Source: an optimization exercise on an open RTL-to-GDS flow (aim: small area and a short achievable clock period). Production flows keep margins and buffers that such runs may drop.
In this exercise RTL edits were held to simulation tests only and were not proved equivalent to the original.
No activity file was given, so power comes from the tool's default toggle rates.

## cvt_lane
module cvt_lane (
    input  wire        clk,
    input  wire        rst,
    input  wire        in_valid,
    input  wire [31:0] in_src,       
    input  wire [7:0]  in_e,         
    input  wire [3:0]  in_fmt,       
    input  wire [1:0]  in_rm,        
    input  wire        in_sat,       
    input  wire [23:0] in_u,         
    output reg         out_valid,
    output reg  [31:0] out_res,      
    output reg         out_invalid,
    output reg         out_overflow
);
For scale: about 220 flip-flops, roughly 110 I/O pins, ~0.011 mm2 of cells after synthesis.
export LEC_CHECK = 0
export ABC_AREA = 1
export CAP_MARGIN = 20
export CORE_MARGIN = 2
export CORE_UTILIZATION = 60
export CTS_CLUSTER_DIAMETER = 100
export CTS_CLUSTER_SIZE = 30
export PLACE_DENSITY = 0.75
export SETUP_SLACK_MARGIN = 0.5
export SLEW_MARGIN = 60
create_clock -name core_clock -period 15.0 [get_ports {clk}]
standard.sh (not shown) runs the stock make flow with config.mk's settings and CLKGATE_MAP_FILE= SYNTH_SCRIPT=/design/flow/synth_recipe.tcl, a recipe that flattens the netlist after the stock synthesis.
==> flow/flow/run.sh <==
#!/bin/bash
# Own flow: the standard layout, with one change to synthesis: the
# combinational logic is mapped by flow/abc_area.script (a delay-targeted
# map with area recovery, then ABC's buffering and sizing) and Yosys's
# full/half-adder extraction is skipped.  Registers, their names and their
# cells are exactly as in the standard synthesis.  Every port gets a buf_2
# buffer (the standard flow picks clkdlybuf4s50_1).
set -euo pipefail
W=$PWD
rm -rf "$W/scripts_own"
cp -r "$FLOW_HOME/scripts" "$W/scripts_own"
sed -i -e 's/^  extract_fa .*$/  # extract_fa skipped/' \
       -e 's/^  techmap -map \$::env(ADDER_MAP_FILE)$/  # adder map skipped/' \
       "$W/scripts_own/synth.tcl"
grep -q "extract_fa skipped" "$W/scripts_own/synth.tcl"
cp "$W/flow/abc_area.script" "$W/scripts_own/abc_area.script"
bash "$W/standard.sh" SCRIPTS_DIR="$W/scripts_own" BUFFER_PORTS_ARGS="-buffer_cell sky130_fd_sc_hd__buf_2" finish > "$W/standard.log" 2>&1
==> flow/flow/abc_area.script <==
strash
dch
map -D 2400
topo
stime -c
buffer -c
upsize -c
dnsize -c
==> next run, changes <==
==> flow/flow/abc_area.script (replaced) <==
strash
dch
map -D 2800
topo
stime -c
buffer -c
upsize -c
dnsize -c
CORE_UTILIZATION = 40   (was 60)
PLACE_DENSITY = 0.6   (was 0.75)
What happened: Clock power came out higher by 18%. Clock-buffer cell count came out higher by 3. Wire length came out higher by 1.0%.
==> next run, changes <==
--- a/flow/flow/run.sh
+++ b/flow/flow/run.sh
@@ -5,4 +5,3 @@
 # full/half-adder extraction is skipped.  Registers, their names and their
-# cells are exactly as in the standard synthesis.  Every port gets a buf_2
-# buffer (the standard flow picks clkdlybuf4s50_1).
+# cells are exactly as in the standard synthesis.
 set -euo pipefail
@@ -16,2 +15,2 @@
 cp "$W/flow/abc_area.script" "$W/scripts_own/abc_area.script"
-bash "$W/standard.sh" SCRIPTS_DIR="$W/scripts_own" BUFFER_PORTS_ARGS="-buffer_cell sky130_fd_sc_hd__buf_2" finish > "$W/standard.log" 2>&1
+bash "$W/standard.sh" SCRIPTS_DIR="$W/scripts_own" finish > "$W/standard.log" 2>&1
What happened: Worst setup slack gets worse by 0.15 ns. Die area does not change. Power rises by 1.7%. Final area rose by 4.1%. Via count goes up by 0.63%. Register-to-register slack gets better by 0.03 ns. Core utilization increases by 1.9 points. Sequential power went down by about 0.5%. Sequential cell count stays the same. Wire length goes up by 0.83%.
==> next run, changes <==
--- a/flow/flow/run.sh
+++ b/flow/flow/run.sh
@@ -5,3 +5,4 @@
 # full/half-adder extraction is skipped.  Registers, their names and their
-# cells are exactly as in the standard synthesis.
+# cells are exactly as in the standard synthesis.  Every port gets a buf_2
+# buffer (the standard flow picks clkdlybuf4s50_1).
 set -euo pipefail
@@ -15,2 +16,2 @@
 cp "$W/flow/abc_area.script" "$W/scripts_own/abc_area.script"
-bash "$W/standard.sh" SCRIPTS_DIR="$W/scripts_own" finish > "$W/standard.log" 2>&1
+bash "$W/standard.sh" SCRIPTS_DIR="$W/scripts_own" BUFFER_PORTS_ARGS="-buffer_cell sky130_fd_sc_hd__buf_2" finish > "$W/standard.log" 2>&1
==> flow/flow/abc_area.script (replaced) <==
strash
dch
map -D 2400
topo
stime -c
buffer -c
upsize -c
dnsize -c
Effect:
- die area is higher by 3.2%
- sequential share of layout area is higher by 0.45 points
- design area is lower by 1.3%
- power is lower by 0.64%
- sequential cell count stays the same
- worst setup slack gets better by 0.41 ns
- final cell count is higher by 2.4%
- hold slack gets worse by 0.0068 ns
- sequential power is higher by about 1%
- non-clock buffer count is lower by 3
==> next run, changes <==
--- a/flow/flow/run.sh
+++ b/flow/flow/run.sh
@@ -5,4 +5,5 @@
 # full/half-adder extraction is skipped.  Registers, their names and their
-# cells are exactly as in the standard synthesis.  Every port gets a buf_2
-# buffer (the standard flow picks clkdlybuf4s50_1).
+# cells are exactly as in the standard synthesis.  Every input port gets a
+# buf_1 buffer and every output port a buf_2 (the standard flow puts
+# clkdlybuf4s50_1 on both).
 set -euo pipefail
@@ -16,2 +17,6 @@
 cp "$W/flow/abc_area.script" "$W/scripts_own/abc_area.script"
-bash "$W/standard.sh" SCRIPTS_DIR="$W/scripts_own" BUFFER_PORTS_ARGS="-buffer_cell sky130_fd_sc_hd__buf_2" finish > "$W/standard.log" 2>&1
+# port buffers: buf_1 on the inputs, buf_2 on the outputs
+sed -i 's/^    buffer_ports {\*}\[env_var_or_empty BUFFER_PORTS_ARGS\]$/    buffer_ports -inputs -buffer_cell sky130_fd_sc_hd__buf_1\n    buffer_ports -outputs -buffer_cell sky130_fd_sc_hd__buf_2/' \
+    "$W/scripts_own/global_place.tcl"
+grep -q "buffer_ports -outputs" "$W/scripts_own/global_place.tcl"
+bash "$W/standard.sh" SCRIPTS_DIR="$W/scripts_own" finish > "$W/standard.log" 2>&1
CORE_UTILIZATION = 60   (was 40)
PLACE_DENSITY = 0.75   (was 0.6)
After rerunning:
- The new run finished with timing, DRC and antenna clean
- first-iteration DRC count increases by 52%
- setup slack improved by 0.013 ns
- combinational power decreases by about 2%
- via count increases by 3.0%

afterwards: timing with drivers on the ports:
The flow's constraints put no driver on any port. The routed layouts listed below were extracted and timed again, unchanged, in two steps. Step 1 (the two cells are an assumption about what drives the block):
set clk [get_ports {clk}]
set_driving_cell -lib_cell sky130_fd_sc_hd__clkbuf_16 $clk
set_driving_cell -lib_cell sky130_fd_sc_hd__buf_2 [delete_from_list [all_inputs] $clk]
Step 2 adds t to the input delays and takes it off the output delays; t is the mean of the earliest and latest rising clock arrival at the registers after step 1. Input paths then give back, and output paths get back, about the clock's delay inside the block. Slacks: ideal ports / drivers / drivers and shift; pairs: ideal ports / drivers.
| run | t, ns | setup slack, ns | clock arrival spread, ns | slew at the worst register clock pin (ns) |
|---|---|---|---|---|
| the first run | 0.514 | 11.073 / 11.026 / 11.449 | 0.013 / 0.013 | 0.10 / 0.10 |
| the second run | 0.532 | 10.811 / 10.811 / 10.811 | 0.032 / 0.031 | 0.11 / 0.11 |
| the third run | 0.522 | 10.665 / 10.618 / 10.845 | 0.016 / 0.015 | 0.11 / 0.11 |
| the fourth run | 0.532 | 11.070 / 11.021 / 11.332 | 0.013 / 0.013 | 0.10 / 0.10 |
| the fifth run | 0.510 | 11.083 / 11.041 / 11.308 | 0.015 / 0.016 | 0.10 / 0.10 |
After both steps every run listed still meets setup and hold.
